This design comes from an exercise in tuning for small area, a short achievable clock period and few clock cycles per item on the open sky130 flow, not from production work.
Function was checked by simulation only, so behaviour that the tests miss may differ from the original.
No activity file was given, so power comes from the tool's default toggle rates.

==> flow/design.v, too long to show whole: its modules and the start of the top module <==
// module damask_px: 990 lines
module damask_px (
    input  wire         clk,
    input  wire         rst,         
    input  wire         start,       
    input  wire [47:0]  l16,         
    input  wire [15:0]  seam,        
    input  wire [15:0]  lscale,      
    input  wire [191:0] m,           
    input  wire [47:0]  ug,          
    input  wire [47:0]  uo,          
    input  wire [143:0] c_mat,       
    input  wire [47:0]  ga,          
    input  wire [23:0]  lgo,         
    input  wire [11:0]  cls,         
    input  wire [2:0]   pfl,         
    input  wire         dark,        
    input  wire         lowg_en,
    input  wire         dither_en,
    input  wire [1:0]   pos_u,       
    input  wire [1:0]   pos_v,       
    output reg          lg_rd,       
    output reg  [3:0]   lg_cls,      
    output reg  [5:0]   lg_idx,      
    input  wire [15:0]  lg_data,     
    output reg          done,        
    output wire [47:0]  code,        
    output reg  [2:0]   clip         
);
  // ...
==> flow/run.sh <==
#!/bin/bash
# synth_recipe.tcl (not shown) runs the flow's synth.tcl, then flattens the netlist and writes it again
# the make line also repeats each setting of config.mk as NAME=value (left out here)
make -C /OpenROAD-flow-scripts/flow DESIGN_CONFIG=/design/flow/config.mk WORK_HOME=/design/flow/orfs CLKGATE_MAP_FILE= SYNTH_SCRIPT=/design/flow/synth_recipe.tcl finish
==> flow/config.mk <==
export PLATFORM = sky130hd
export DESIGN_NAME = damask_px
export DESIGN_NICKNAME = damask_px
export VERILOG_FILES = /design/flow/design.v
export SDC_FILE = /design/flow/constraint.sdc
export NUM_CORES = 4
export LEC_CHECK = 0
export ABC_CLOCK_PERIOD_IN_PS = 4500
export CAP_MARGIN = 20
export CORE_MARGIN = 2
export CORE_UTILIZATION = 40
export SLEW_MARGIN = 20
==> flow/constraint.sdc <==
create_clock -name core_clock -period 18.0 [get_ports {clk}]
set_input_delay 3.6000 -clock core_clock [delete_from_list [all_inputs] [get_ports {clk}]]
set_output_delay 3.6000 -clock core_clock [all_outputs]
set_load 0.01 [all_outputs]
==> impl_metrics.yaml, run 1 <==
final_layout:
  largest_registers: "acc: 38 flops, cs_s: 38 flops, cs_c: 37 flops"
  nNetsFinal: 6401
  largest_class: "multi-input gates"
  clock_area_share_pct: 3.356
  layout_common_cells: "687 x clkdlybuf4s50_1, 504 x nor2_1, 491 x a21oi_1, 488 x nand2_1, 351 x o21ai_0"
  drive_above_1_share_pct: 5.840
  final_util_pct: 49.80
setup_path:
  crit_end: "xr2[2]$_DFF_P_"
  worstRegToRegCells: 13
  crit_chain: "fa_1 > ha_1 > a21oi_1 > o22ai_1 > o21ai_0 > nand3b_1 > a211oi_1 > a211o_1 > a21oi_1 > buf_4 > nor2_1 > a2111oi_0 > a311oi_1"
  reg2reg_from: "acc[24]$_DFFE_PP_"
  crit_slowest_cell: "nor2_1"
  worstPathRequired_ns: 18.50
  path_class: "flip-flop to flip-flop"
clocking:
  clkLatencyLatePin_ns: 0.63
  numClockSinks: 355
synth:
  synth_area_um2: 38720
  synthDistinctLibCells: 102
  ys.flop_type: "dfxtp_1"
  postSynthCellCount: 5134
  synth-compound-area-share_pct: 30.65
  synth_mux_area_share_pct: 2.960
  ys_seq_elements: 355
  synth_warnings: 1
sta:
  period_share_pct: 33.27
  worstMarginPinSlew_ns: 1.263
outcome:
  status: "finished clean"
power:
  totalPowerFinal_uw: 9398
  powerComb_uw: 7100
floorplan:
  die_area_um2: 99310
  die_y_um: 315.1
  rows: 114
grt:
  use_met2_pct: 64.93
  antenna_found_initial: 62
placed_design:
  dpl.hpwl_um: 181800
  dp.cells: 6723
routing:
  wl_met3_um: 27370
  highest_layer: "met5"
run:
  cap_violations: 0
min_path:
  hold_depth: 1
Testbench counts, summed over its fixed seeds: cycles 324,854, pixels 9,600.
==> inputs of run 2 (changes only) <==
--- a/flow/design.v
+++ b/flow/design.v
@@ -31,33 +31,40 @@
                      T_X    = 4'd2,      
                      T_D    = 4'd3,      
                      T_E    = 4'd4,      
                      T_H    = 4'd5,      
                      T_Q    = 4'd6,      
                      T_LGO  = 4'd7,      
                      T_L1   = 4'd8,      
                      T_L2   = 4'd9;      
+    localparam [2:0] A_HOLD = 3'd0, A_G = 3'd1, A_XS = 3'd2, A_DS = 3'd3,
+                     A_QN = 3'd4, A_LG = 3'd5;
+    localparam [5:0] B_L16 = 6'd1, B_M = 6'd4, B_UG = 6'd13, B_C = 6'd16,
+                     B_GA = 6'd25, B_LGO = 6'd28, B_F1 = 6'd31, B_F = 6'd32;
     localparam [20:0] QMAX = 21'd1048560;
     reg        run;
     reg [5:0]  cyc;          
-    reg [3:0]  t1_typ, t2_typ;
-    reg [1:0]  t1_i, t2_i;
-    reg        t1_cont, t1_last, t2_last;
-    reg        l3_v;         
-    reg [1:0]  l3_i;
+    reg [3:0]  p_typ, t1_typ, t2_typ;
+    reg [1:0]  p_i, t1_i, t2_i;
+    reg        p_cont, t1_cont;
+    reg        p_last, t1_last, t2_last;
+    reg [2:0]  p_as;
+    reg [1:0]  p_ai;
+    reg [5:0]  p_bs;
     reg signed [20:0] aop;
     reg signed [16:0] bop;
-    reg [37:0] cs_s, cs_c;      
-    reg signed [37:0] acc;
+    reg [37:0] cs_s, cs_c;       
+    reg [37:0] acc;
     reg [20:0] xr0, xr1, xr2;
     reg [20:0] dr0, dr1, dr2;
     reg [3:0]  tq0, tq1, tq2;    
     reg [2:0]  off;              
     reg        lowg_r;
+    reg [2:0]  need;             
     reg [1:0]  ord0, ord1, ord2;
     reg [1:0]  nlg;
     assign code = {xr2[15:0], xr1[15:0], xr0[15:0]};
     function [3:0] dither_t;
         input [1:0] row;
         input [1:0] col;
         case ({row, col})
             4'h0: dither_t = 4'd0;   4'h1: dither_t = 4'd8;
@@ -65,127 +72,103 @@
             4'h4: dither_t = 4'd12;  4'h5: dither_t = 4'd4;
             4'h6: dither_t = 4'd14;  4'h7: dither_t = 4'd6;
             4'h8: dither_t = 4'd3;   4'h9: dither_t = 4'd11;
             4'hA: dither_t = 4'd1;   4'hB: dither_t = 4'd9;
             4'hC: dither_t = 4'd15;  4'hD: dither_t = 4'd7;
             4'hE: dither_t = 4'd13;  default: dither_t = 4'd5;
         endcase
     endfunction
-    function [20:0] mkcode;
-        input [20:0] r;
-        input [3:0]  t;
-        input        o;
-        reg   [19:0] s;
-        begin
-            s = r[19:0] + {16'd0, t};
-            mkcode = o ? 21'd0 : {5'd0, s[19:4]};
-        end
-    endfunction
     function [20:0] sel3;
         input [1:0]  i;
         input [20:0] a0, a1, a2;
         case (i)
             2'd0:    sel3 = a0;
             2'd1:    sel3 = a1;
             default: sel3 = a2;
         endcase
     endfunction
-    localparam [3:0] A_HOLD = 4'd0, A_G = 4'd1, A_X = 4'd2,    
-                     A_D = 4'd5,                               
-                     A_QN = 4'd8,                              
-                     A_LG = 4'd11;
-    localparam [5:0] B_L16 = 6'd1, B_M = 6'd4, B_UG = 6'd13, B_C = 6'd16,
-                     B_GA = 6'd25, B_LGO = 6'd28, B_F1 = 6'd31, B_F = 6'd34;
-    function [17:0] mainop;
+    function [1:0] ordk;
+        input [1:0] k;
+        input [1:0] o0, o1, o2;
+        case (k)
+            2'd0:    ordk = o0;
+            2'd1:    ordk = o1;
+            default: ordk = o2;
+        endcase
+    endfunction
+    function [18:0] mainop;
         input [5:0] c;
         case (c)
-            6'd3: mainop = 18'h08041;    
-            6'd4: mainop = 18'h09002;    
-            6'd5: mainop = 18'h0a003;    
-            6'd6: mainop = 18'h0c084;    
-            6'd7: mainop = 18'h0c8c5;    
-            6'd8: mainop = 18'h0cd06;    
-            6'd9: mainop = 18'h0d087;    
-            6'd10: mainop = 18'h0d8c8;    
-            6'd11: mainop = 18'h0dd09;    
-            6'd12: mainop = 18'h0e08a;    
-            6'd13: mainop = 18'h0e8cb;    
-            6'd14: mainop = 18'h0ed0c;    
-            6'd15: mainop = 18'h1014d;    
-            6'd16: mainop = 18'h1118e;    
-            6'd17: mainop = 18'h121cf;    
-            6'd18: mainop = 18'h14150;    
-            6'd19: mainop = 18'h14991;    
-            6'd20: mainop = 18'h14dd2;    
-            6'd21: mainop = 18'h15153;    
-            6'd22: mainop = 18'h15994;    
-            6'd23: mainop = 18'h15dd5;    
-            6'd24: mainop = 18'h16156;    
-            6'd25: mainop = 18'h16997;    
-            6'd26: mainop = 18'h16dd8;    
-            6'd27: mainop = 18'h18099;    
-            6'd28: mainop = 18'h190da;    
-            6'd29: mainop = 18'h1a11b;    
-            6'd30: mainop = 18'h1c21c;    
-            6'd31: mainop = 18'h1d25d;    
-            6'd32: mainop = 18'h1e29e;    
-            default: mainop = 18'h00000;
+            6'd3: mainop = 19'h10101;    
+            6'd4: mainop = 19'h12002;    
+            6'd5: mainop = 19'h14003;    
+            6'd6: mainop = 19'h18204;    
+            6'd7: mainop = 19'h19245;    
+            6'd8: mainop = 19'h19a86;    
+            6'd9: mainop = 19'h1a207;    
+            6'd10: mainop = 19'h1b248;    
+            6'd11: mainop = 19'h1ba89;    
+            6'd12: mainop = 19'h1c20a;    
+            6'd13: mainop = 19'h1d24b;    
+            6'd14: mainop = 19'h1da8c;    
+            6'd15: mainop = 19'h2030d;    
+            6'd16: mainop = 19'h2234e;    
+            6'd17: mainop = 19'h2438f;    
+            6'd18: mainop = 19'h28310;    
+            6'd19: mainop = 19'h29351;    
+            6'd20: mainop = 19'h29b92;    
+            6'd21: mainop = 19'h2a313;    
+            6'd22: mainop = 19'h2b354;    
+            6'd23: mainop = 19'h2bb95;    
+            6'd24: mainop = 19'h2c316;    
+            6'd25: mainop = 19'h2d357;    
+            6'd26: mainop = 19'h2db98;    
+            6'd27: mainop = 19'h30219;    
+            6'd28: mainop = 19'h3225a;    
+            6'd29: mainop = 19'h3429b;    
+            6'd30: mainop = 19'h3841c;    
+            6'd31: mainop = 19'h3a45d;    
+            6'd32: mainop = 19'h3c49e;    
+            default: mainop = 19'h00000;
         endcase
     endfunction
     wire [5:0] lc    = cyc - 6'd32;
     wire       in_lg = run && (cyc >= 6'd32);
-    wire need0 = lowg_r && (xr0[19:0] != 20'd0) && (xr0[19:0] < 20'd16384);
-    wire need1 = lowg_r && (xr1[19:0] != 20'd0) && (xr1[19:0] < 20'd16384);
-    wire need2 = lowg_r && (xr2[19:0] != 20'd0) && (xr2[19:0] < 20'd16384);
-    wire eval  = run && (cyc == 6'd31);
-    wire any_need = need0 | need1 | need2;
+    wire       eval  = run && (cyc == 6'd31);
     reg [1:0] e_ord0, e_ord1, e_ord2, e_n;
     always @(*) begin
         e_ord0 = 2'd0; e_ord1 = 2'd0; e_ord2 = 2'd2; e_n = 2'd0;
-        case ({need2, need1, need0})
+        case (need)
             3'b001: begin e_ord0 = 2'd0; e_n = 2'd1; end
             3'b010: begin e_ord0 = 2'd1; e_n = 2'd1; end
             3'b100: begin e_ord0 = 2'd2; e_n = 2'd1; end
             3'b011: begin e_ord0 = 2'd0; e_ord1 = 2'd1; e_n = 2'd2; end
             3'b101: begin e_ord0 = 2'd0; e_ord1 = 2'd2; e_n = 2'd2; end
             3'b110: begin e_ord0 = 2'd1; e_ord1 = 2'd2; e_n = 2'd2; end
             3'b111: begin e_ord0 = 2'd0; e_ord1 = 2'd1; e_n = 2'd3; end
             default: ;
         endcase
     end
-    function [1:0] ordk;
-        input [1:0] k;
-        input [1:0] o0, o1, o2;
-        case (k)
-            2'd0:    ordk = o0;
-            2'd1:    ordk = o1;
-            default: ordk = o2;
-        endcase
-    endfunction
-    wire [5:0] rn      = lc + 6'd1;
-    wire [1:0] rn_k    = rn[2:1];
-    wire       rn_v    = (rn < {3'd0, nlg, 1'b0});
-    wire [1:0] rn_lamp = ordk(rn_k, ord0, ord1, ord2);
-    wire [20:0] xq_e  = sel3(e_ord0, xr0, xr1, xr2);
-    wire [20:0] xq_rn = sel3(rn_lamp, xr0, xr1, xr2);
-    wire [5:0] ln      = lc + 6'd1;
-    wire [1:0] lk      = ln[0] ? ln[2:1] : (ln[2:1] - 2'd1);
-    wire       lk_v    = (ln != 6'd0) && (ln < {3'd0, nlg, 1'b0} + 6'd1);
-    wire [1:0] lk_lamp = ordk(lk, ord0, ord1, ord2);
-    wire [17:0] lgop   = !lk_v ? 18'd0 :
-                         {(ln[0] ? T_L1 : T_L2), lk_lamp, !ln[0], 1'b0, A_LG,
-                          (ln[0] ? B_F1 : B_F) + {4'd0, lk_lamp}};
-    wire [17:0] p_nx = in_lg ? lgop :
-                       (eval || !run) ? 18'd0 : mainop(cyc + 6'd2);
-    reg [3:0] p_typ;
-    reg [1:0] p_i;
-    reg       p_cont, p_last;
-    reg [3:0] p_as;
-    reg [5:0] p_bs;
+    wire [5:0]  rn      = lc + 6'd1;
+    wire        rn_v    = (rn < {3'd0, nlg, 1'b0});
+    wire [1:0]  rn_lamp = ordk(rn[2:1], ord0, ord1, ord2);
+    wire [20:0] xq_e    = sel3(e_ord0, xr0, xr1, xr2);
+    wire [3:0]  tq_e    = (e_ord0 == 2'd0) ? tq0 : ((e_ord0 == 2'd1) ? tq1 : tq2);
+    wire [13:0] xq_e_q  = xq_e[13:0] - {10'd0, tq_e};      
+    wire [20:0] xq_rn   = sel3(rn_lamp, xr0, xr1, xr2);
+    wire [5:0]  ln      = lc + 6'd1;
+    wire [1:0]  lk      = ln[0] ? ln[2:1] : (ln[2:1] - 2'd1);
+    wire        lk_v    = (ln != 6'd0) && (ln < {3'd0, nlg, 1'b0} + 6'd1);
+    wire [1:0]  lk_lamp = ordk(lk, ord0, ord1, ord2);
+    wire [18:0] lgop    = !lk_v ? 19'd0 :
+                          {(ln[0] ? T_L1 : T_L2), lk_lamp, !ln[0], 1'b0,
+                           A_LG, lk_lamp, (ln[0] ? B_F1 : B_F)};
+    wire [18:0] p_nx = in_lg ? lgop :
+                       (eval || !run) ? 19'd0 : mainop(cyc + 6'd2);
     wire bo0 = bop[0] ^ 1'b0;
     wire bt0 = (bop[1] & ~bop[0] & ~1'b0) | (~bop[1] & bop[0] & 1'b0);
     wire bn0 = bop[1];
     wire pp0_0 = ((bo0 & aop[0]) | (bt0 & 1'b0)) ^ bn0;
     wire pp0_1 = ((bo0 & aop[1]) | (bt0 & aop[0])) ^ bn0;
     wire pp0_2 = ((bo0 & aop[2]) | (bt0 & aop[1])) ^ bn0;
     wire pp0_3 = ((bo0 & aop[3]) | (bt0 & aop[2])) ^ bn0;
     wire pp0_4 = ((bo0 & aop[4]) | (bt0 & aop[3])) ^ bn0;
@@ -764,227 +747,225 @@
     wire fs4_146 = fc3_114 ^ hs3_24 ^ 1'b1;
     wire fc4_146 = (fc3_114 & hs3_24) | (fc3_114 & 1'b1) | (hs3_24 & 1'b1);
     wire fs4_147 = hc3_24 ^ pp7_22 ^ pp8_20;
     wire fc4_147 = (hc3_24 & pp7_22) | (hc3_24 & pp8_20) | (pp7_22 & pp8_20);
     wire hs4_27 = pp8_21 ^ 1'b1;
     wire hc4_27 = pp8_21 & 1'b1;
     wire [37:0] mul_s = {fc4_147, fc4_146, fc4_145, fc4_144, fc4_143, fc4_142, fc4_141, fc4_140, fc4_139, fc4_138, fc4_137, fc4_136, fc4_135, fc4_134, fc4_133, fc4_132, fc4_131, fc4_130, fc4_129, fc4_128, fc4_127, fc4_126, fc4_125, fc4_124, fc4_123, fc4_122, fc4_121, fc4_120, fc4_119, fc4_118, fc4_117, fc4_116, fc4_115, hc4_26, hc4_25, hs4_25, pp0_1, pp0_0};
     wire [37:0] mul_c = {hs4_27, fs4_147, fs4_146, fs4_145, fs4_144, fs4_143, fs4_142, fs4_141, fs4_140, fs4_139, fs4_138, fs4_137, fs4_136, fs4_135, fs4_134, fs4_133, fs4_132, fs4_131, fs4_130, fs4_129, fs4_128, fs4_127, fs4_126, fs4_125, fs4_124, fs4_123, fs4_122, fs4_121, fs4_120, fs4_119, fs4_118, fs4_117, fs4_116, fs4_115, hs4_26, bn1, 1'b0, bn0};
-    wire signed [37:0] s = cs_s + cs_c + acc;
-    wire signed [24:0] s13 = s[37:13];
-    wire signed [22:0] s15 = s[37:15];
-    wire signed [27:0] s10 = s[37:10];
-    wire signed [28:0] s9  = s[37:9];
-    function [20:0] sat20_25;
-        input signed [24:0] v;
-        if (v > 25'sd1048575)       sat20_25 = 21'h0FFFFF;
-        else if (v < -25'sd1048576) sat20_25 = 21'h100000;
-        else                        sat20_25 = v[20:0];
-    endfunction
-    function [20:0] sat20_23;
-        input signed [22:0] v;
-        if (v > 23'sd1048575)       sat20_23 = 21'h0FFFFF;
-        else if (v < -23'sd1048576) sat20_23 = 21'h100000;
-        else                        sat20_23 = v[20:0];
-    endfunction
-    wire [20:0] r_g   = {4'd0, s[31:15]};
-    wire [20:0] r_x   = (s[37:32] != 6'd0) ? 21'h03FFFF : {3'd0, s[31:14]};
-    wire [20:0] r_d13 = sat20_25(s13);
-    wire [20:0] r_e15 = sat20_23(s15);
-    wire        q_hi  = !s10[27] && (s10 >= 28'sd1048560);
-    wire [20:0] r_q   = s10[27] ? 21'd0 : (q_hi ? QMAX : {1'b0, s10[19:0]});
-    wire [20:0] r_y   = s9[28] ? 21'd0 :
-                        ((s9 >= 29'sd1048560) ? QMAX : {1'b0, s9[19:0]});
-    wire [20:0] r_lgo = s[34:14];
-    reg [20:0] a_nx;
-    reg [16:0] b_nx;
+    wire [37:0] s = cs_s + cs_c + acc;
+    reg [28:0] v;
+    reg [1:0]  smode;        
+    always @(*) begin
+        smode = 2'd0;
+        case (t2_typ)
+            T_X:     begin v = {{5{s[37]}}, s[37:14]}; smode = 2'd2; end
+            T_D,
+            T_H:     v = {{4{s[37]}}, s[37:13]};
+            T_Q:     begin v = {{5{s[37]}}, s[37:14]}; smode = 2'd1; end
+            T_LGO:   v = {{5{s[37]}}, s[37:14]};
+            T_L2:    begin v = {{4{s[37]}}, s[37:13]}; smode = 2'd1; end
+            default: v = {{6{s[37]}}, s[37:15]};         
+        endcase
+    end
+    reg  [3:0] t2_t;
+    reg        t2_off;
+    always @(*) begin
+        case (t2_i)
+            2'd0:    begin t2_t = tq0; t2_off = off[0]; end
+            2'd1:    begin t2_t = tq1; t2_off = off[1]; end
+            default: begin t2_t = tq2; t2_off = off[2]; end
+        endcase
+    end
+    wire v_neg  = v[28];
+    wire v_ge20 = !v_neg && (v[27:20] != 8'd0);                   
+    wire v_lt20 = v_neg && (v[27:20] != 8'hFF);                   
+    wire v_ge16 = (v[27:16] != 12'd0);
+    wire v_ge18 = (v[27:18] != 10'd0);
+    reg [20:0] r;
+    always @(*) begin
+        case (smode)
+            2'd1:    r = (v_neg || t2_off) ? 21'd0 :
+                         (v_ge16 ? 21'h00FFFF : {5'd0, v[15:0]});
+            2'd2:    r = v_ge18 ? 21'h03FFFF : {3'd0, v[17:0]};
+            default: r = v_ge20 ? 21'h0FFFFF : (v_lt20 ? 21'h100000 : v[20:0]);
+        endcase
+    end
+    wire [27:0] u      = s[37:10];
+    wire        u_neg  = s[37];
+    wire        q_pos  = !u_neg && ((u[26:4] != 23'd0) || (u[3:0] > t2_t));
+    wire        q_lt   = u_neg || (u[26:14] == 13'd0) ||
+                         ((u[26:14] == 13'd1) && (u[13:4] == 10'd0) && (u[3:0] < t2_t));
+    wire        q_clip = !u_neg && ((u[26:20] != 7'd0) ||
+                                    ((u[19:4] == 16'hFFFF) && (u[3:0] >= t2_t)));
+    wire        r_need = lowg_r && q_pos && q_lt;
+    wire [20:0] xw     = (t2_typ == T_Q && r_need) ? {1'b0, u[19:0]} : r;
+    wire [20:0] xsel = sel3(p_ai, xr0, xr1, xr2);
+    wire [20:0] dsel = sel3(p_ai, dr0, dr1, dr2);
+    wire [3:0]  tsel = (p_ai == 2'd0) ? tq0 : ((p_ai == 2'd1) ? tq1 : tq2);
+    reg  [20:0] a_nx;
     always @(*) begin
         if (!run) a_nx = {5'd0, seam};
         else case (p_as)
-            A_G:      a_nx = r_g;
-            A_X:      a_nx = xr0;
-            A_X + 1:  a_nx = xr1;
-            A_X + 2:  a_nx = xr2;
-            A_D:      a_nx = dr0;
-            A_D + 1:  a_nx = dr1;
-            A_D + 2:  a_nx = dr2;
-            A_QN:     a_nx = 21'd16384 - {1'b0, xr0[19:0]};
-            A_QN + 1: a_nx = 21'd16384 - {1'b0, xr1[19:0]};
-            A_QN + 2: a_nx = 21'd16384 - {1'b0, xr2[19:0]};
-            A_LG:     a_nx = {5'd0, lg_data};
-            default:  a_nx = aop;
+            A_G:     a_nx = r;
+            A_XS:    a_nx = xsel;
+            A_DS:    a_nx = dsel;
+            A_QN:    a_nx = {7'd1, 10'd0, tsel} - {1'b0, xsel[19:0]};
+            A_LG:    a_nx = {5'd0, lg_data};
+            default: a_nx = aop;
         endcase
     end
     integer bk;
+    reg [16:0] b_nx;
     always @(*) begin
         b_nx = {1'b0, lscale};
         if (run) begin
             b_nx = 17'd0;
             for (bk = 0; bk < 3; bk = bk + 1) begin
                 if (p_bs == B_L16 + bk) b_nx = {1'b0, l16[16*bk +: 16]};
                 if (p_bs == B_UG + bk)  b_nx = {1'b0, ug[16*bk +: 16]};
                 if (p_bs == B_GA + bk)  b_nx = {1'b0, ga[16*bk +: 16]};
                 if (p_bs == B_LGO + bk) b_nx = {{9{lgo[8*bk+7]}}, lgo[8*bk +: 8]};
             end
             for (bk = 0; bk < 9; bk = bk + 1) begin
                 if (p_bs == B_M + bk)
                     b_nx = {m[16*(4*(bk/3)+(bk%3))+15], m[16*(4*(bk/3)+(bk%3)) +: 16]};
                 if (p_bs == B_C + bk)
                     b_nx = {c_mat[16*bk+15], c_mat[16*bk +: 16]};
             end
-            if (p_bs == B_F1)     b_nx = {7'd0, 10'd512 - {1'b0, xr0[8:0]}};
-            if (p_bs == B_F1 + 1) b_nx = {7'd0, 10'd512 - {1'b0, xr1[8:0]}};
-            if (p_bs == B_F1 + 2) b_nx = {7'd0, 10'd512 - {1'b0, xr2[8:0]}};
-            if (p_bs == B_F)      b_nx = {8'd0, xr0[8:0]};
-            if (p_bs == B_F + 1)  b_nx = {8'd0, xr1[8:0]};
-            if (p_bs == B_F + 2)  b_nx = {8'd0, xr2[8:0]};
+            if (p_bs == B_F1) b_nx = {7'd0, 10'd512 - {1'b0, xsel[8:0]}};
+            if (p_bs == B_F)  b_nx = {8'd0, xsel[8:0]};
         end
     end
-    reg [37:0] acc_nx;
-    wire [15:0] m3_1  = m[16*(4*t1_i+3) +: 16];
-    wire [15:0] uo_1  = uo[16*t1_i +: 16];
-    wire [20:0] dr_1  = sel3(t1_i, dr0, dr1, dr2);
+    reg  [37:0] acc_nx;
+    wire [15:0] m3_1 = m[16*(4*t1_i+3) +: 16];
+    wire [15:0] uo_1 = uo[16*t1_i +: 16];
+    wire [20:0] dr_1 = sel3(t1_i, dr0, dr1, dr2);
+    wire [3:0]  tq_1 = (t1_i == 2'd0) ? tq0 : ((t1_i == 2'd1) ? tq1 : tq2);
     always @(*) begin
         acc_nx = acc;
         if (t1_cont)
             acc_nx = s;
         else case (t1_typ)
             T_G:   acc_nx = 38'd16384;
             T_X:   acc_nx = 38'd8192;
             T_D:   acc_nx = {{6{m3_1[15]}}, m3_1, 16'h1000};
             T_E:   acc_nx = {{7{uo_1[15]}}, uo_1, 15'h4000};
             T_H:   acc_nx = 38'd4096;
-            T_Q:   acc_nx = 38'd512;
-            T_LGO: acc_nx = 38'd8192;
+            T_Q:   acc_nx = {24'd0, tq_1, 10'h200};
+            T_LGO: acc_nx = {20'd0, tq_1, 14'h2000};
             T_L1:  acc_nx = {{8{dr_1[20]}}, dr_1, 9'h100};
             default: ;
         endcase
     end
+    wire wr_x = (t2_typ == T_X) || (t2_typ == T_H && t2_last) ||
+                (t2_typ == T_Q) || (t2_typ == T_L2);
+    wire wr_d = (t2_typ == T_D && t2_last) || (t2_typ == T_E) ||
+                (t2_typ == T_LGO);
     always @(posedge clk) begin
-        aop <= a_nx;
-        bop <= b_nx;
+        aop  <= a_nx;
+        bop  <= b_nx;
         cs_s <= mul_s;
         cs_c <= mul_c;
-        acc <= acc_nx;
+        acc  <= acc_nx;
         if (!run && start) begin
             tq0    <= dither_en ? dither_t(pos_v,        pos_u)        : 4'd8;
             tq1    <= dither_en ? dither_t(pos_v + 2'd1, pos_u + 2'd2) : 4'd8;
             tq2    <= dither_en ? dither_t(pos_v + 2'd2, pos_u + 2'd1) : 4'd8;
             off    <= pfl | {3{dark}};
             lowg_r <= lowg_en;
         end
-        case (t2_typ)
-            T_X: case (t2_i)
-                    2'd0: xr0 <= r_x;  2'd1: xr1 <= r_x;  default: xr2 <= r_x;
-                 endcase
-            T_D: if (t2_last) case (t2_i)
-                    2'd0: dr0 <= r_d13;  2'd1: dr1 <= r_d13;  default: dr2 <= r_d13;
-                 endcase
-            T_E: case (t2_i)
-                    2'd0: dr0 <= r_e15;  2'd1: dr1 <= r_e15;  default: dr2 <= r_e15;
-                 endcase
-            T_H: if (t2_last) case (t2_i)
-                    2'd0: xr0 <= r_d13;  2'd1: xr1 <= r_d13;  default: xr2 <= r_d13;
-                 endcase
-            T_Q: case (t2_i)
-                    2'd0: begin xr0 <= r_q; clip[0] <= q_hi; end
-                    2'd1: begin xr1 <= r_q; clip[1] <= q_hi; end
-                    default: begin xr2 <= r_q; clip[2] <= q_hi; end
-                 endcase
-            T_LGO: case (t2_i)
-                    2'd0: dr0 <= r_lgo;  2'd1: dr1 <= r_lgo;  default: dr2 <= r_lgo;
-                 endcase
-            T_L2: case (t2_i)
-                    2'd0: xr0 <= r_y;  2'd1: xr1 <= r_y;  default: xr2 <= r_y;
-                 endcase
-            default: ;
+        if (wr_x) case (t2_i)
+            2'd0:    xr0 <= xw;
+            2'd1:    xr1 <= xw;
+            default: xr2 <= xw;
         endcase
-        if (eval) begin
-            if (!need0) xr0 <= mkcode(xr0, tq0, off[0]);
-            if (!need1) xr1 <= mkcode(xr1, tq1, off[1]);
-            if (!need2) xr2 <= mkcode(xr2, tq2, off[2]);
-        end
-        if (l3_v) case (l3_i)
-            2'd0:    xr0 <= mkcode(xr0, tq0, off[0]);
-            2'd1:    xr1 <= mkcode(xr1, tq1, off[1]);
-            default: xr2 <= mkcode(xr2, tq2, off[2]);
+        if (wr_d) case (t2_i)
+            2'd0:    dr0 <= r;
+            2'd1:    dr1 <= r;
+            default: dr2 <= r;
+        endcase
+        if (t2_typ == T_Q) case (t2_i)
+            2'd0:    begin clip[0] <= q_clip; need[0] <= r_need; end
+            2'd1:    begin clip[1] <= q_clip; need[1] <= r_need; end
+            default: begin clip[2] <= q_clip; need[2] <= r_need; end
         endcase
         if (eval) begin
             ord0 <= e_ord0; ord1 <= e_ord1; ord2 <= e_ord2;
             nlg  <= e_n;
+            if (need[0]) xr0 <= {1'b0, xr0[19:0] - {16'd0, tq0}};
+            if (need[1]) xr1 <= {1'b0, xr1[19:0] - {16'd0, tq1}};
+            if (need[2]) xr2 <= {1'b0, xr2[19:0] - {16'd0, tq2}};
         end
     end
+    wire fin30 = run && (cyc == 6'd30) && !need[0] && !need[1] && !r_need;
     always @(posedge clk) begin
         if (rst) begin
             run     <= 1'b0;
             cyc     <= 6'd0;
             done    <= 1'b0;
             lg_rd   <= 1'b0;
             lg_cls  <= 4'd0;
             lg_idx  <= 6'd0;
-            t1_typ  <= T_NONE;
-            t2_typ  <= T_NONE;
             p_typ   <= T_NONE;
             p_i     <= 2'd0;
             p_cont  <= 1'b0;
             p_last  <= 1'b0;
             p_as    <= A_HOLD;
+            p_ai    <= 2'd0;
             p_bs    <= 6'd0;
+            t1_typ  <= T_NONE;
+            t1_i    <= 2'd0;
             t1_cont <= 1'b0;
             t1_last <= 1'b0;
-            t2_last <= 1'b0;
-            t1_i    <= 2'd0;
+            t2_typ  <= T_NONE;
             t2_i    <= 2'd0;
-            l3_v    <= 1'b0;
-            l3_i    <= 2'd0;
+            t2_last <= 1'b0;
         end else begin
-            done   <= 1'b0;
-            lg_rd  <= 1'b0;
-            {p_typ, p_i, p_cont, p_last, p_as, p_bs} <= p_nx;
+            done  <= 1'b0;
+            lg_rd <= 1'b0;
+            {p_typ, p_i, p_cont, p_last, p_as, p_ai, p_bs} <= p_nx;
             if (!run) begin
                 t1_typ  <= start ? T_G : T_NONE;
                 t1_i    <= 2'd0;
                 t1_cont <= 1'b0;
                 t1_last <= 1'b0;
             end else begin
                 t1_typ  <= p_typ;
                 t1_i    <= p_i;
                 t1_cont <= p_cont;
                 t1_last <= p_last;
             end
             t2_typ  <= t1_typ;
             t2_i    <= t1_i;
             t2_last <= t1_last;
-            l3_v    <= (t2_typ == T_L2);
-            l3_i    <= t2_i;
             if (!run) begin
                 if (start) begin
                     run <= 1'b1;
                     cyc <= 6'd1;
                 end
             end else begin
                 cyc <= cyc + 6'd1;
+                if (fin30) begin
+                    done <= 1'b1;
+                    run  <= 1'b0;
+                end
                 if (eval) begin
-                    if (!any_need) begin
-                        done <= 1'b1;
-                        run  <= 1'b0;
-                    end else begin
-                        lg_rd  <= 1'b1;
-                        lg_cls <= cls[4*e_ord0 +: 4];
-                        lg_idx <= {1'b0, xq_e[13:9]};
-                    end
+                    lg_rd  <= 1'b1;
+                    lg_cls <= cls[4*e_ord0 +: 4];
+                    lg_idx <= {1'b0, xq_e_q[13:9]};
                 end
                 if (in_lg) begin
                     if (rn_v) begin
                         lg_rd  <= 1'b1;
                         lg_cls <= cls[4*rn_lamp +: 4];
                         lg_idx <= {1'b0, xq_rn[13:9]} + {5'd0, rn[0]};
                     end
-                    if (lc == {3'd0, nlg, 1'b0} + 6'd3) begin
+                    if (lc == {3'd0, nlg, 1'b0} + 6'd2) begin
                         done <= 1'b1;
                         run  <= 1'b0;
                     end
                 end
             end
         end
     end
 endmodule
==> run 2 against run 1 <==
Net effect:
- non-clock buffer count is 26 lower
- highest routed layer unchanged
- critical path depth rose by 1
- synthesized cell count shrank 3.4%
- count of clock-buffer cells in the layout is 4 lower
- synthesized area shrank 3.1%
- sequential cell count rose by 1
- maximum frequency decreased by 6.3%
- largest power group unchanged
- setup slack worse by 0.40 ns
==> impl_metrics.yaml, run 2 <==
outcome:
  status: "finished clean"
floorplan:
  core_um2: 93190
  rows: 112
  die_y_um: 310.2
  initial_core_util_pct: 40.24
  fp.dieW_um: 310.2
  die_area_um2: 96220
  io_pins: 688
routing:
  drcViolationCount: 0
  ant_nets: 0
  drt_wl_total_um: 210700
  wl_per_cell_um: 31.46
  vias_per_cell: 6.420
  vias: 43000
  drtIter0Drc: 6072
  drt_pass1_iterations: 9
final_layout:
  layout_commonest_cell: "clkdlybuf4s50_1"
  nNetsFinal: 6278
  largest_registers: "acc: 38 flops, cs_s: 38 flops, cs_c: 37 flops"
  n_fill_cell: 9189
  multiInputGateArea_um2: 26110
  area.sequential_um2: 8583
  final_util_pct: 49.99
  area.growth.synth_to_final_pct: 24.22
  drive_above_1_share_pct: 5.452
  layout_common_cells: "687 x clkdlybuf4s50_1, 516 x nand2_1, 505 x nor2_1, 488 x a21oi_1, 422 x o21ai_0"
synth:
  synth_warnings: 1
  synth_seq_area_share_pct: 22.82
  ys.flop_type: "dfxtp_1"
  synthesis.nets: 5879
  synth_area_um2: 37500
  synth_area_leader_cell: "edfxtp_1"
  synthDistinctLibCells: 105
  yosysTopAreaCellShare_pct: 11.45
  synth_common_cells: "516 x nand2_1, 509 x nor2_1, 488 x a21oi_1"
  ys_seq_elements: 356
  postSynthCellCount: 4961
  avgSynthCellArea_um2: 7.560
  synth_most_common_cell: "nand2_1"
  synth_edf_count: 143
  synth.area.top_cells: "edfxtp_1 11%, dfxtp_1 11%, fa_1 9.4%"
  synth-async-reset-ratio_pct: 0
clocking:
  cts_setup_buffers: 0
  cts.path.max_buffers: 3
  numCtsBuffers: 41
  cts_root_buf: "clkbuf_16"
  post_cts_resized: 0
  cts_tree: "built"
  numClockSinks: 356
  cts_hold_buf: 0
  clk_pin_slew_ns: 0.07
  htreeDepth: 2
  clkLatencyLatePin_ns: 0.61
grt:
  grt_remaining_overflow: 0
  grt_pass1_wl_um: 287400
  grt_pass1_vias: 38390
  antenna_found_initial: 71
  track_usage_pct: 41.99
  grt_max_degree: 83
sta:
  fmax_ghz: 0.1565
  period_needed_ns: 6.389
  rsz0062_at_grt: "false"
  slew_viol_final: 0
  final_hold_viol_count: 0
  setup_tns_ns: 0
  worstMarginPinSlew_ns: 1.256
  maxSlewHeadroom_pct: 16.27
  report.final.setup_viol: 0
  skew_ns: 0.05847
  fin_ws_ns: 11.61
  period_share_pct: 35.49
setup_path:
  crit_chain: "fa_1 > ha_1 > a211oi_1 > o21ai_1 > a41oi_2 > a21oi_1 > xnor2_2 > nand4b_1 > nor4_1 > a21oi_1 > o2111ai_1 > nor2_1 > a21oi_1 > o221ai_1"
  path_class: "flip-flop to flip-flop"
  crit_arrival_ns: 6.85
  worstPathRequired_ns: 18.46
  worst-path-stages: 14
  cpPeakStageDelay_ns: 0.90
  cp_common_cell: "a21oi_1"
  path_delay_family: "compound AO/OA/AOI/OAI gates"
  critPathBufInv: 0
  cp-start-kind: "flip-flop"
  worstSetupEndpointType: "flip-flop"
  crit_slowest_cell: "xnor2_2"
  cp_max_fo: 9
  worstRegToRegCells: 14
placed_design:
  dpl.hpwl_um: 165900
  dp_slack_ns: 11.32
  gp_congestion: 1.210
  io_buffers: 687
power:
  power.leakage_uw: 0.01730
  power_density_nw_per_um2: 213.6
  peakVddDrop_v: 0.0002441
  totalPowerFinal_uw: 9952
run:
  cap_violations: 0
min_path:
  hp-class: "flip-flop to flip-flop"
  hold_depth: 1
-- run 2: changes by cell type after synthesis, sizes merged, moves of 21 or more --
cell,before,now
a221oi,115,79
a22oi,172,146
and2,63,42
clkbuf,390,331
inv,240,268
mux2i,92,137
nand2,488,517
nand3,153,107
o211ai,89,60
o21ai,388,432
xnor2,98,57
xor2,88,57
-- run 2: cell families after synthesis --
kind of cell	after synthesis	share of synthesized area, %
AOI/OAI and AO/OA	1733	29.51
muxes	157	4.287
xor gates and xnor gates	114	2.682
buffers and inverters	723	7.767
adders and majority gates	331	14.31
DFF	356	22.82
and+or+nand+nor	1547	18.63
-- run 2: metal layers --
| metal | global-route usage, % | up-vias | routed length (um) |
|---|---|---|---|
| met5 | 6.218 | - | 1016 |
| li1 | - | 18840 | - |
| met1 | 53.50 | 20770 | 81560 |
| met4 | 21.18 | 32 | 11500 |
| met3 | 17.11 | 490 | 27900 |
| met2 | 60.28 | 2867 | 88710 |
-- run 2: worst reg2reg max path, stage by stage (launching register included) --
cell and delay, ns:
edfxtp_1 0.38, fa_1 0.48, ha_1 0.32, a211oi_1 0.29
o21ai_1 0.19, a41oi_2 0.37, a21oi_1 0.17, xnor2_2 0.90
nand4b_1 0.20, nor4_1 0.67, a21oi_1 0.23, o2111ai_1 0.79
nor2_1 0.39, a21oi_1 0.66, o221ai_1 0.23
-- run 2: worst paths after layout --
| check | start | endpoint | slack (ns) |
|---|---|---|---|
| setup / recovery | acc[2]$_SDFFCE_PN0P_ | xr2[11]$_DFF_P_ | 11.61 |
| hold / removal | p_i[1]$_SDFF_PP0_ | t1_i[1]$_SDFF_PP0_ | 0.43 |
| setup reg to reg | acc[2]$_SDFFCE_PN0P_ | xr2[11]$_DFF_P_ | 11.61 |
| hold reg to reg | p_i[1]$_SDFF_PP0_ | t1_i[1]$_SDFF_PP0_ | 0.43 |
-- run 2: metrics by stage --
step	cell area [um2]	hold slack [ns]	cells
6_report	46590	0.4296	6697
4_1_cts	46460	0.4295	6647
3_3_place_gp	45040	0.4124	6571
2_1_floorplan	37500	0.3290	4961
3_5_place_dp	45040	0.4153	6571
5_1_grt	46540	0.4394	6680
-- run 2: area by class of cell --
cell class,count,share of cell area [%]
antenna,50,0.2686
clock buffer,51,2.439
clock inverter,25,0.6124
inverter,278,2.240
multi-input combinational,3882,56.05
sequential,356,18.42
tap,1254,3.368
timing repair buffer,801,16.60
-- run 2: power by group --
part | internal (uW) | total, uW | switching, uW
Clock | 513 | 895 | 382
Sequential | 1200 | 1300 | 105
Combinational | 2400 | 7750 | 5350
Testbench counts of run 2, summed over its fixed seeds: cycles 315,254, pixels 9,600.
==> inputs of run 3 (changes only) <==
--- a/flow/config.mk
+++ b/flow/config.mk
@@ -7,6 +7,5 @@
 export LEC_CHECK = 0
-export ABC_CLOCK_PERIOD_IN_PS = 4500
-export CAP_MARGIN = 20
+export CAP_MARGIN = 50
 export CORE_MARGIN = 2
 export CORE_UTILIZATION = 40
-export SLEW_MARGIN = 20
+export SLEW_MARGIN = 70
==> run 3 against run 2 <==
Net effect:
- routed wire length up 0.51%
- register-to-register slack improved by 0.51 ns
- via count up 0.17%
- utilization grew 2.3 points
- synthesized area unchanged
- sequential power about the same
- largest cell class unchanged
- final area is 4.5% higher
- first-iteration DRC count down 0.31%
- power rose by 7.0%
- count of clock-buffer cells in the layout increased by 2
- global-route usage is 0.38 points higher
==> impl_metrics.yaml, run 3 <==
sta:
  whs_ns: 0.4119
  final_hold_viol_count: 0
  period_needed_ns: 5.879
  worstMarginPinSlew_ns: 0.5495
  maxSlewHeadroom_pct: 63.25
  setup_tns_ns: 0
  slew_viol_final: 0
  rsz0062_at_grt: "false"
  fin_ws_ns: 12.12
  skew_ns: 0.08183
  period_share_pct: 32.66
  fmax_ghz: 0.1701
  report.final.setup_viol: 0
final_layout:
  area.growth.synth_to_final_pct: 29.83
  nNetsFinal: 6345
  largest_registers: "acc: 38 flops, cs_s: 38 flops, cs_c: 37 flops"
  drive_above_1_share_pct: 11.26
  layout_common_cells: "653 x clkdlybuf4s50_1, 499 x nand2_1, 481 x nor2_1, 463 x a21oi_1, 380 x o21ai_0"
  layout_commonest_cell: "clkdlybuf4s50_1"
  n_fill_cell: 9066
clocking:
  cts_root_buf: "clkbuf_16"
  cts_hold_buf: 0
  cts_tree: "built"
  cts.path.max_buffers: 3
  clkLatencyLatePin_ns: 0.62
  numClockSinks: 356
  numCtsBuffers: 41
  post_cts_resized: 0
  clk_pin_slew_ns: 0.06
  cts_setup_buffers: 0
  htreeDepth: 2
synth:
  avgSynthCellArea_um2: 7.560
  synth_area_leader_cell: "edfxtp_1"
  synth.area.top_cells: "edfxtp_1 11%, dfxtp_1 11%, fa_1 9.4%"
  synth_seq_area_share_pct: 22.82
  ys.flop_type: "dfxtp_1"
  postSynthCellCount: 4961
  synth_warnings: 1
  ys_seq_elements: 356
  synth_area_um2: 37500
  synth-async-reset-ratio_pct: 0
  synth_common_cells: "516 x nand2_1, 509 x nor2_1, 488 x a21oi_1"
  synthesis.nets: 5879
  synthDistinctLibCells: 105
  synth_most_common_cell: "nand2_1"
  synth_edf_count: 143
  yosysTopAreaCellShare_pct: 11.45
outcome:
  status: "finished clean"
run:
  cap_violations: 0
grt:
  grt_pass1_vias: 38740
  grt_max_degree: 72
  track_usage_pct: 42.37
  antenna_found_initial: 64
  grt_pass1_wl_um: 290400
  grt_remaining_overflow: 0
power:
  power_density_nw_per_um2: 218.8
  peakVddDrop_v: 0.0003068
  power.leakage_uw: 0.01803
floorplan:
  die_y_um: 310.2
  io_pins: 688
  core_um2: 93190
  fp.dieW_um: 310.2
  initial_core_util_pct: 40.24
  die_area_um2: 96220
  rows: 112
routing:
  wl_per_cell_um: 31.34
  vias: 43070
  vias_per_cell: 6.373
  drcViolationCount: 0
  drtIter0Drc: 6053
  drt_wl_total_um: 211800
  drt_pass1_iterations: 8
  ant_nets: 0
setup_path:
  cpPeakStageDelay_ns: 0.53
  crit_arrival_ns: 6.39
  crit_slowest_cell: "or4b_1"
  worstPathRequired_ns: 18.51
  critPathBufInv: 4
  cp_max_fo: 11
  r2r_setup_slack_ns: 12.12
  crit_chain: "inv_1 > fa_1 > inv_1 > ha_1 > inv_1 > fa_1 > nor2b_1 > o31a_1 > o221ai_4 > buf_4 > a2111oi_4 > nor3_1 > or4b_1 > a211oi_2 > nand3_2 > o31ai_4 > nand3_1 > a21o_1 > o21a_1"
  worstSetupEndpointType: "flip-flop"
  path_delay_family: "compound AO/OA/AOI/OAI gates"
  cp_common_cell: "inv_1"
  cp-start-kind: "flip-flop"
  path_class: "flip-flop to flip-flop"
placed_design:
  io_buffers: 687
  gp_congestion: 1.210
  dpl.hpwl_um: 167900
  dp_slack_ns: 11.65
min_path:
  hp-class: "flip-flop to flip-flop"
-- run 3: cell count changes in the layout (fill, tap and decap cells not counted), moves of 17 or more --
| cell | change |
|---|---|
| buf_2 | +54 |
| o21ai_0 | -42 |
| clkdlybuf4s50_1 | -34 |
| dfxtp_1 | -30 |
| o21ai_1 | +28 |
| a21oi_1 | -25 |
| nor2_1 | -24 |
| dfxtp_2 | +21 |
| buf_4 | -19 |
| a21oi_2 | +18 |
| nand2_1 | -17 |
| nor2_4 | +17 |
-- run 3: worst paths after layout --
| check | startpoint | to | cells after the start |
|---|---|---|---|
| worst max register to register | cs_s[0]$_DFF_P_ | xr2[13]$_DFF_P_ | 19 |
| worst max-delay path | cs_s[0]$_DFF_P_ | xr2[13]$_DFF_P_ | 19 |
| worst min register to register | p_last$_SDFF_PP0_ | t1_last$_SDFF_PP0_ | 1 |
| worst min-delay path | p_last$_SDFF_PP0_ | t1_last$_SDFF_PP0_ | 1 |
-- run 3: area by class of cell --
type	count	area [um2]	share of cell area, %
timing repair buffer	868	8357	17.16
clock inverter	23	294.0	0.6039
inverter	278	1052	2.161
clock buffer	53	1177	2.418
sequential	356	8643	17.75
antenna	44	110.1	0.2261
multi-input combinational	3882	27490	56.46
tap	1254	1569	3.222
-- run 3: layer usage --
layer  share of wire, %  up-vias  global-route usage, %
li1                   -    18960                      -
met4                5.9       32                  21.37
met2                 42     2708                  61.06
met5               0.56        -                  7.786
met3                 13      531                  17.33
met1                 38    20840                  53.64
-- run 3: kinds of logic (layout without fill, tap and decap cells) --
family | count (synthesis) | in the layout | synth area share [%]
flip-flops | 356 | 356 | 22.82
multiplexers | 157 | 157 | 4.287
other | 0 | 44 | 0
adder cells (fa/ha/maj) | 331 | 331 | 14.31
XOR/XNOR | 114 | 114 | 2.682
AO/OA/AOI/OAI | 1733 | 1733 | 29.51
buffers and inverters | 723 | 1222 | 7.767
AND/OR/NAND/NOR | 1547 | 1547 | 18.63
-- run 3: metrics by stage --
step / instances / util [%] / total power, uW / cell area [um2]
after detailed placement: 6616 / 50.11 / 9241 / 46690
after floorplan: 4961 / - / 5326 / 37500
after CTS: 6692 / 51.69 / 10190 / 48160
final: 6758 / 52.25 / 10650 / 48690
after global routing: 6748 / 52.22 / 11050 / 48670
after global placement: 6571 / 48.33 / 8722 / 45040
-- run 3: power by group --
part / switching, uW / internal, uW
registers: 102 / 1200
clock network: 376 / 551
logic: 5680 / 2750
==> inputs of run 4 (changes only) <==
==> flow/flow/run.sh (new file) <==
#!/bin/bash
# The standard layout (standard.sh, unchanged synthesis, floorplan,
# placement, CTS and routing), with ORFS's timing repair aimed at a 5.5 ns
# critical path: a setup slack margin of 12.5 ns on the design's 18 ns
# clock.  The clock and the constraints are the design's.
set -euo pipefail
bash standard.sh SETUP_SLACK_MARGIN=12.5 finish > layout.log 2>&1
==> flow/standard.sh (new file) <==
#!/bin/bash
# synth_recipe.tcl (not shown) runs the flow's synth.tcl, then flattens the netlist and writes it again
# the make line also repeats each setting of config.mk as NAME=value (left out here)
make -C /OpenROAD-flow-scripts/flow DESIGN_CONFIG=/design/flow/config.mk WORK_HOME=/design/flow/orfs CLKGATE_MAP_FILE= SYNTH_SCRIPT=/design/flow/synth_recipe.tcl "${@:-finish}"
--- a/flow/config.mk
+++ b/flow/config.mk
@@ -7,5 +7,6 @@
 export LEC_CHECK = 0
-export CAP_MARGIN = 50
+export ABC_CLOCK_PERIOD_IN_PS = 4500
+export CAP_MARGIN = 20
 export CORE_MARGIN = 2
 export CORE_UTILIZATION = 40
-export SLEW_MARGIN = 70
+export SLEW_MARGIN = 20
removed: flow/run.sh
==> run 4 against run 3 <==
Net effect:
- critical path depth decreased by 10
- first-iteration DRC count increased by 1.9%
- count of clock-buffer cells in the layout decreased by 2
- synthesized cell count unchanged
- still clean
- clock skew decreased by 0.012 ns
- sequential power about the same
- routed wire length increased by 1.9%
- register-to-register slack improved by 0.51 ns
- combinational power decreased by 3.0%
- sequential cell count unchanged
- utilization decreased by 1.5 points
==> impl_metrics.yaml, run 4 <==
final_layout:
  layout_commonest_cell: "clkdlybuf4s50_1"
  largest_registers: "acc: 38 flops, cs_s: 38 flops, cs_c: 37 flops"
  drive_above_1_share_pct: 7.051
  nNetsFinal: 6303
  n_fill_cell: 9268
  area.growth.synth_to_final_pct: 26.07
  layout_common_cells: "650 x clkdlybuf4s50_1, 516 x nand2_1, 504 x nor2_1, 478 x a21oi_1, 414 x o21ai_0"
placed_design:
  dpl.hpwl_um: 169500
  dp_slack_ns: 11.36
  io_buffers: 687
  gp_congestion: 1.251
routing:
  ant_nets: 0
  drtIter0Drc: 6170
  wl_per_cell_um: 32.12
  vias_per_cell: 6.478
  drcViolationCount: 0
  drt_wl_total_um: 215800
  vias: 43530
  drt_pass1_iterations: 9
run:
  cap_violations: 0
clocking:
  cts.path.max_buffers: 3
  numCtsBuffers: 41
  cts_root_buf: "clkbuf_16"
  clk_pin_slew_ns: 0.07
  numClockSinks: 356
  clkLatencyLatePin_ns: 0.63
  cts_tree: "built"
  htreeDepth: 2
floorplan:
  die_area_um2: 96220
  rows: 112
  die_y_um: 310.2
  io_pins: 688
  initial_core_util_pct: 40.24
  fp.dieW_um: 310.2
  core_um2: 93190
setup_path:
  cp_max_fo: 1
  worstSetupEndpointType: "flip-flop"
  worstRegToRegCells: 14
  r2r-end: "aop[3]$_DFFE_PP_"
  r2r_setup_slack_ns: 12.63
  reg2reg_from: "acc[16]$_DFFE_PP_"
  crit_arrival_ns: 6.20
  crit_path_start: "ug[46]"
  worstPathRequired_ns: 18.47
  cp-start-kind: "input port"
  path_class: "input port to flip-flop"
sta:
  period_share_pct: 31.87
  rsz0062_at_grt: "true"
  fmax_ghz: 0.1743
  fin_ws_ns: 12.26
  period_needed_ns: 5.736
  skew_ns: 0.07030
  report.final.setup_viol: 0
  worstMarginPinSlew_ns: 1.129
  slew_viol_final: 0
  maxSlewHeadroom_pct: 24.45
  setup_tns_ns: 0
  final_hold_viol_count: 0
min_path:
  hold_depth: 1
  hp-class: "flip-flop to flip-flop"
  hold_end: "t1_typ[1]$_SDFF_PP0_"
  hp-start: "p_typ[1]$_SDFF_PP0_"
synth:
  synth_warnings: 1
  yosysTopAreaCellShare_pct: 11.45
  synth_most_common_cell: "nand2_1"
  synth_edf_count: 143
  synth_common_cells: "516 x nand2_1, 509 x nor2_1, 488 x a21oi_1"
  synth_area_um2: 37500
  synth_seq_area_share_pct: 22.82
  synthDistinctLibCells: 105
  postSynthCellCount: 4961
  synth_area_leader_cell: "edfxtp_1"
  ys_seq_elements: 356
  synth.area.top_cells: "edfxtp_1 11%, dfxtp_1 11%, fa_1 9.4%"
  ys.flop_type: "dfxtp_1"
  synthesis.nets: 5879
  avgSynthCellArea_um2: 7.560
  synth-async-reset-ratio_pct: 0
grt:
  antenna_found_initial: 75
  grt_pass1_vias: 38560
  grt_pass1_wl_um: 292500
  grt_remaining_overflow: 0
  track_usage_pct: 42.88
  grt_max_degree: 83
power:
  combPwrFrac_pct: 79.2
  p_int_uw: 4324
  p_sw_uw: 6006
  peakVddDrop_v: 0.0001954
  swShare_pct: 58.14
  power_density_nw_per_um2: 218.5
  seq_power_share_pct: 12.6
  power.leakage_uw: 0.01774
  clock_power_share_pct: 8.2
outcome:
  status: "finished clean"
-- run 4: cell counts after synthesis --
No cell type changed its count.
-- run 4: power by group through the flow --
stage / combinational [uW] / clock (uW) / sequential (uW)
3_3_place_gp: 7330 / 0 / 1310
4_1_cts: 7620 / 859 / 1300
3_5_place_dp: 7370 / 0 / 1320
5_1_grt: 8490 / 891 / 1310
2_1_floorplan: 4050 / 0 / 1270
6_report: 8180 / 852 / 1300
-- run 4: routing by layer --
| metal | vias up | GRT usage [%] | share of wire [%] |
|---|---|---|---|
| met5 | - | 5.713 | 0.44 |
| met4 | 40 | 21.71 | 5.8 |
| met3 | 575 | 17.53 | 14 |
| met2 | 3151 | 60.10 | 41 |
| met1 | 20910 | 55.83 | 38 |
| li1 | 18860 | - | - |
-- run 4: final cells by class --
type | instances | area (um2) | area share (%)
Multi-Input combinational cell | 3883 | 26660 | 56.38
Sequential cell | 356 | 8581 | 18.15
Timing Repair Buffer | 825 | 7961 | 16.84
Tap cell | 1254 | 1569 | 3.319
Clock buffer | 51 | 1104 | 2.334
Inverter | 278 | 1044 | 2.207
Clock inverter | 25 | 247.7 | 0.5240
Antenna cell | 47 | 117.6 | 0.2488
-- run 4: critical path, stage by stage --
cell and delay, ns:
clkdlybuf4s50_1 0.52, a22oi_1 0.90, nand4_1 0.29, o21ai_0 0.17
nand4_1 0.25, o21ai_0 0.18, nand3_1 0.10, o21ai_0 0.08
a31oi_1 0.10
-- run 4: kinds of logic after synthesis --
logic type	synth area share, %
compound gates	29.51
xor+xnor	2.682
fa+ha+maj	14.31
buf+inv	7.767
flops	22.82
mux	4.287
simple gates	18.63
-- run 4: per-stage QoR --
step / util (%) / hold slack (ns) / instance area (um2) / instances / power (uW)
finish: 50.74 / 0.4272 / 47280 / 6719 / 10330
global route: 50.72 / 0.4556 / 47260 / 6712 / 10690
CTS: 50.14 / 0.4299 / 46720 / 6660 / 9775
detailed placement: 48.37 / 0.4190 / 45070 / 6575 / 8682
global placement: 48.36 / 0.4126 / 45070 / 6575 / 8646
floorplan: - / 0.3290 / 37510 / 4961 / 5326
-- run 4: worst max-delay path by stage --
stage,to,cells past startpoint
3_3_place_gp,bop[9]$_DFF_P_,9
2_1_floorplan,bop[11]$_DFF_P_,10
5_1_grt,aop[12]$_DFFE_PP_,13
6_report,bop[14]$_DFF_P_,9
4_1_cts,xr2[12]$_DFF_P_,16
3_5_place_dp,bop[9]$_DFF_P_,9
-- run 4: timing repair --
item | in CTS | in global routing
setup endpoints to repair | 110 | 122
pin swaps | 25 | 29
gates resized for setup | 62 | 82
hold buffers | 0 | 0
gates cloned | 0 | 1
setup buffers | 9 | 10
==> inputs of run 5 (changes only) <==
==> flow/flow/run.sh (replaced) <==
#!/bin/bash
# The standard layout (standard.sh, unchanged synthesis, floorplan,
# placement, CTS and routing), with two settings changed:
#  - ORFS's timing repair aims at a 5 ns critical path: a setup slack margin
#    of 13 ns on the design's 18 ns clock;
#  - every input and output port is buffered with buf_4 (the default pick
#    is a slow delay buffer).
# The clock and the constraints are the design's.
set -euo pipefail
bash standard.sh SETUP_SLACK_MARGIN=13 "BUFFER_PORTS_ARGS=-buffer_cell sky130_fd_sc_hd__buf_4" finish > layout.log 2>&1
==> run 5 against run 4 <==
Net effect:
- routed wire length shrank 2.4%
- clock power grew 7.7%
- non-clock buffer count grew 36
- maximum frequency grew 12%
- critical path depth grew 1
- highest routed layer unchanged
- register-to-register slack gained 0.45 ns
- still clean on timing, DRC and antenna
- hold slack is essentially flat
- synthesized cell count is the same
==> impl_metrics.yaml, run 5 <==
routing:
  wl_per_cell_um: 31.17
  drt_wl_total_um: 210600
  drtIter0Drc: 5861
  vias_per_cell: 6.334
  ant_nets: 0
  vias: 42790
  drcViolationCount: 0
  drt_pass1_iterations: 8
placed_design:
  io_buffers: 687
  gp_congestion: 1.150
  dp.cells: 6576
  dpl.hpwl_um: 166000
  placed_area_um2: 43380
setup_path:
  worstSetupEndpointType: "flip-flop"
  cp_max_fo: 1
  worstRegToRegCells: 15
  path_class: "input port to flip-flop"
  reg2reg_from: "acc[27]$_DFFE_PP_"
  worstPathRequired_ns: 18.49
  cp-start-kind: "input port"
  crit_path_start: "ug[36]"
  crit_arrival_ns: 5.62
sta:
  setup_tns_ns: 0
  period_needed_ns: 5.128
  final_hold_viol_count: 0
  rsz0062_at_grt: "true"
  slew_viol_final: 0
  whs_ns: 0.4269
  worstMarginPinSlew_ns: 1.108
  period_share_pct: 28.49
  report.final.setup_viol: 0
  skew_ns: 0.05960
  maxSlewHeadroom_pct: 25.85
  fmax_ghz: 0.1950
synth:
  yosysTopAreaCellShare_pct: 11.45
  synth_warnings: 1
  synth_area_leader_cell: "edfxtp_1"
  synth_most_common_cell: "nand2_1"
  synth_seq_area_share_pct: 22.82
  ys_seq_elements: 356
  postSynthCellCount: 4961
  ys.flop_type: "dfxtp_1"
  synth-async-reset-ratio_pct: 0
  synth_edf_count: 143
  synthDistinctLibCells: 105
  synth_area_um2: 37500
  synth.area.top_cells: "edfxtp_1 11%, dfxtp_1 11%, fa_1 9.4%"
  avgSynthCellArea_um2: 7.560
  synth_common_cells: "516 x nand2_1, 509 x nor2_1, 488 x a21oi_1"
  synthesis.nets: 5879
floorplan:
  core_um2: 93190
  fp.dieW_um: 310.2
  die_y_um: 310.2
  die_area_um2: 96220
  io_pins: 688
  initial_core_util_pct: 40.24
  rows: 112
clocking:
  clk_pin_slew_ns: 0.06
  cts_hold_buf: 0
  htreeDepth: 2
  clkLatencyLatePin_ns: 0.63
  cts_tree: "built"
  cts.path.max_buffers: 3
  numClockSinks: 356
  cts_root_buf: "clkbuf_16"
  numCtsBuffers: 42
grt:
  grt_use_met1_pct: 53.24
  grt_pass1_wl_um: 288100
  use_met2_pct: 59.61
  track_usage_pct: 41.97
  grt_pass1_vias: 38700
  grt_busiest_layer: "met2"
  grt_remaining_overflow: 0
  grt_max_degree: 83
  met3_usage_pct: 18.31
  antenna_found_initial: 80
min_path:
  hold_depth: 1
  hp-class: "flip-flop to flip-flop"
  hp-start: "p_i[0]$_SDFF_PP0_"
final_layout:
  drive_above_1_share_pct: 22.40
  layout_commonest_cell: "buf_4"
  nNetsFinal: 6340
  largest_registers: "acc: 38 flops, cs_s: 38 flops, cs_c: 37 flops"
  layout_common_cells: "835 x buf_4, 507 x nand2_1, 500 x nor2_1, 468 x a21oi_1, 401 x o21ai_0"
  layout.cells.non_filler: 6756
  area.growth.synth_to_final_pct: 24.59
  design_area_um2: 46720
outcome:
  status: "finished clean"
power:
  power_density_nw_per_um2: 236.1
  totalPowerFinal_uw: 11030
  peakVddDrop_v: 0.0002946
  power.leakage_uw: 0.01856
run:
  cap_violations: 0
-- run 5: changes by cell type in the layout (fill, tap and decap cells not counted), sizes merged --
cell           before  now
clkdlybuf4s50     650    0
clkinv             31   25
clkbuf             55   52
buf               138  861
inv               269  270
clkinvlp            1    3
dlymetal6s2s       23    0
clkdlybuf4s15       1    0
bufinv              2    5
dlygate4sd2         9    0
-- run 5: logic make-up after synthesis --
group	after synthesis	synth area share [%]
buffers and inverters	723	7.767
xor gates and xnor gates	114	2.682
and+or+nand+nor	1547	18.63
AOI/OAI and AO/OA	1733	29.51
muxes	157	4.287
DFF	356	22.82
adders and majority gates	331	14.31
-- run 5: routing by layer --
metal,up-vias,wire length (um)
met5,-,1134
met2,2750,87450
met4,62,12400
met3,575,29230
li1,18950,-
met1,20450,80390
-- run 5: stage by stage --
| stage | worst slack (ns) | utilization [%] |
|---|---|---|
| final | 12.87 | 50.14 |
| after global routing | 12.85 | 50.10 |
| after CTS | 12.94 | 48.97 |
| after detailed placement | 11.91 | 46.55 |
| after global placement | 11.96 | 46.55 |
| after floorplan | 12.73 | - |
-- run 5: worst paths after layout --
| kind | end | slack (ns) |
|---|---|---|
| setup / recovery | bop[4]$_DFF_P_ | 12.87 |
| hold / removal | t1_i[0]$_SDFF_PP0_ | 0.43 |
| setup reg to reg | xr0[3]$_DFF_P_ | 13.08 |
| hold reg to reg | t1_i[0]$_SDFF_PP0_ | 0.43 |
-- run 5: timing repair --
action / in CTS / in global routing
cloned: 1 / 0
setup buffers: 24 / 31
resized for setup: 108 / 154
pin swaps: 30 / 83
setup endpoints to repair: 152 / 146
-- run 5: worst max-delay path, cell delays in order --
cell and delay [ns]:
buf_4 0.19, a22oi_1 0.23, nand4_1 0.18, o22ai_4 0.23
nand4_1 0.17, o21ai_2 0.15, nand4_1 0.22, a21oi_2 0.22
a31oi_1 0.13, o32a_1 0.29
-- run 5: layout make-up --
type	instances	area, um2
Fill cell	9241	46460
Clock inverter	25	327.8
Multi-Input combinational cell	3883	27270
Antenna cell	47	117.6
Timing Repair Buffer	861	6661
Inverter	278	1044
Sequential cell	356	8594
Clock buffer	52	1141
Tap cell	1254	1569
-- run 5: where the power goes --
part	total [uW]	switching [uW]	internal, uW
registers	1290	95.9	1200
clock network	918	389	530
logic	8820	5780	3040
total	11000	6260	4770
==> inputs of run 6 (changes only) <==
==> flow/flow/run.sh (replaced) <==
#!/bin/bash
# The standard layout (standard.sh, unchanged synthesis, floorplan,
# placement, CTS and routing), with two settings changed:
#  - ORFS's timing repair aims at a 4.5 ns critical path: a setup slack margin
#    of 13.5 ns on the design's 18 ns clock;
#  - every input and output port is buffered with buf_4 (the default pick
#    is a slow delay buffer).
# The clock and the constraints are the design's.
set -euo pipefail
bash standard.sh SETUP_SLACK_MARGIN=13.5 "BUFFER_PORTS_ARGS=-buffer_cell sky130_fd_sc_hd__buf_4" finish > layout.log 2>&1
==> run 6 against run 5 <==
Net effect:
- still clean
- hold slack is essentially flat
- routed wire length up 3.6%
- final area is 5.9% higher
- synthesized area unchanged
- global-route usage increased by 1.4 points
- setup slack worse by 0.027 ns
- count of clock-buffer cells in the layout up 2
- synthesized cell count unchanged
- utilization grew 3.0 points
- clock skew shrank 0.016 ns
- via count is 2.9% higher
- critical endpoint unchanged
==> impl_metrics.yaml, run 6 <==
floorplan:
  fp.dieW_um: 310.2
  die_area_um2: 96220
  die_y_um: 310.2
  rows: 112
  core_um2: 93190
  initial_core_util_pct: 40.24
  io_pins: 688
synth:
  synth_common_cells: "516 x nand2_1, 509 x nor2_1, 488 x a21oi_1"
  synthDistinctLibCells: 105
  ys_seq_elements: 356
  synth_most_common_cell: "nand2_1"
  synth-async-reset-ratio_pct: 0
  synth_edf_count: 143
  synth_warnings: 1
  synth.area.top_cells: "edfxtp_1 11%, dfxtp_1 11%, fa_1 9.4%"
  synth_area_leader_cell: "edfxtp_1"
  synth_seq_area_share_pct: 22.82
  avgSynthCellArea_um2: 7.560
  yosysTopAreaCellShare_pct: 11.45
  synth_area_um2: 37500
  ys.flop_type: "dfxtp_1"
  synthesis.nets: 5879
  postSynthCellCount: 4961
run:
  cap_violations: 0
setup_path:
  cp_max_fo: 1
  critPathBufInv: 1
  worstSetupEndpointType: "flip-flop"
  worstPathRequired_ns: 18.49
  cp_common_cell: "nand4_1"
  crit_chain: "buf_8 > a222oi_1 > nand2_1 > o22ai_4 > nand4_1 > o21ai_1 > nand4_1 > a21oi_4 > a31oi_4 > o32a_1"
  cpPeakStageDelay_ns: 0.39
  cp-start-kind: "input port"
  crit_slowest_cell: "a222oi_1"
  path_delay_family: "compound AO/OA/AOI/OAI gates"
  path_class: "input port to flip-flop"
  crit_arrival_ns: 5.64
grt:
  use_met2_pct: 62.05
  grt_pass1_vias: 40120
  grt_busiest_layer: "met2"
  track_usage_pct: 43.41
  grt_remaining_overflow: 0
  met3_usage_pct: 18.54
  grt_max_degree: 83
  grt_pass1_wl_um: 297600
  antenna_found_initial: 81
  grt_use_met1_pct: 55.37
clocking:
  cts.path.max_buffers: 3
  cts_hold_buf: 0
  clkLatencyLatePin_ns: 0.61
  numCtsBuffers: 41
  cts_root_buf: "clkbuf_16"
  htreeDepth: 2
  clk_pin_slew_ns: 0.06
  cts_tree: "built"
  numClockSinks: 356
routing:
  ant_nets: 0
  wl_per_cell_um: 31.67
  vias_per_cell: 6.395
  drcViolationCount: 0
  vias: 44050
  drtIter0Drc: 6261
  drt_pass1_iterations: 10
  drt_wl_total_um: 218200
final_layout:
  n_fill_cell: 8885
  nNetsFinal: 6476
  area.growth.synth_to_final_pct: 31.97
  largest_registers: "acc: 38 flops, cs_s: 38 flops, cs_c: 37 flops"
  layout_commonest_cell: "buf_4"
  layout_common_cells: "863 x buf_4, 502 x nand2_1, 493 x nor2_1, 446 x a21oi_1, 372 x o21ai_0"
  drive_above_1_share_pct: 27.79
  design_area_um2: 49490
sta:
  period_needed_ns: 5.156
  report.final.setup_viol: 0
  fmax_ghz: 0.1940
  whs_ns: 0.4272
  skew_ns: 0.04394
  final_hold_viol_count: 0
  setup_tns_ns: 0
  slew_viol_final: 0
  worstMarginPinSlew_ns: 1.163
  period_share_pct: 28.64
  rsz0062_at_grt: "true"
  maxSlewHeadroom_pct: 22.48
power:
  p_sw_uw: 6979
  peakVddDrop_v: 0.0003184
  swShare_pct: 55.59
  p_int_uw: 5575
  power_density_nw_per_um2: 253.6
  seq_power_share_pct: 10.2
  combPwrFrac_pct: 82.8
  clock_power_share_pct: 6.9
  power.leakage_uw: 0.01959
placed_design:
  dpl.hpwl_um: 168000
  gp_congestion: 1.189
  io_buffers: 687
  placed_area_um2: 43520
outcome:
  status: "finished clean"
min_path:
  hp-class: "flip-flop to flip-flop"
## run 6: worst paths after layout
kind	startpoint	endpoint	slack [ns]	depth (start not counted)
setup reg to reg	acc[3]$_SDFFCE_PN0P_	xr0[10]$_DFF_P_	13.09	22
hold reg to reg	p_i[1]$_SDFF_PP0_	t1_i[1]$_SDFF_PP0_	0.43	1
hold / removal	p_i[1]$_SDFF_PP0_	t1_i[1]$_SDFF_PP0_	0.43	1
setup / recovery	lgo[12]	bop[4]$_DFF_P_	12.84	10
## run 6: through the flow
stage          utilization, %  std cells  total power, uW  setup slack, ns
6_report                53.11       6888            12550            12.84
5_1_grt                 53.09       6882            12930            12.81
4_1_cts                 51.71       6794            11260            12.94
3_5_place_dp            46.70       6577             8727            11.98
3_3_place_gp            46.70       6577             8709            11.95
2_1_floorplan               -       4961             5360            12.73
## run 6: repair_timing
action,CTS,global route
buffers inserted,140,49
setup endpoints to repair,270,256
cloned,1,1
pin swaps,133,108
resized for setup,517,161
## run 6: power by group through the flow
| stage | Clock (uW) | Combinational, uW | Sequential [uW] |
|---|---|---|---|
| final | 868 | 10400 | 1290 |
| after global routing | 903 | 10700 | 1300 |
| after CTS | 871 | 9100 | 1290 |
| after detailed placement | 0 | 7410 | 1320 |
| after global placement | 0 | 7400 | 1310 |
| after floorplan | 0 | 4090 | 1270 |
## run 6: layout make-up
type	instances	area, um2	area share, %
Clock buffer	54	1137	2.298
Inverter	278	1065	2.151
Multi-Input combinational cell	3884	28490	57.56
Sequential cell	356	8776	17.73
Clock inverter	22	231.5	0.4677
Tap cell	1254	1569	3.170
Timing Repair Buffer	997	8119	16.40
Antenna cell	43	107.6	0.2174
## run 6: cell families (layout without fill, tap and decap cells)
family          Yosys count  after routing  synth area share (%)
flops                   356            356                 22.82
compound gates         1733           1734                 29.51
other cells               0             43                     0
xor+xnor                114            114                 2.682
buf+inv                 723           1351                 7.767
mux                     157            157                 4.287
simple gates           1547           1548                 18.63
fa+ha+maj               331            331                 14.31
## run 6: layer usage
layer | wire, um | vias to the layer above
met5 | 1289 | -
met1 | 83350 | 21170
met2 | 90880 | 2965
met3 | 30170 | 628
met4 | 12470 | 64
li1 | - | 19220

Check on run 6: ideal ports give 12.844 ns setup slack; a clkbuf_16 on the clock port and buf_2 on the inputs give 12.872 ns; moving port delays by the midpoint clock arrival (0.662 ns) as well gives 12.210 ns.
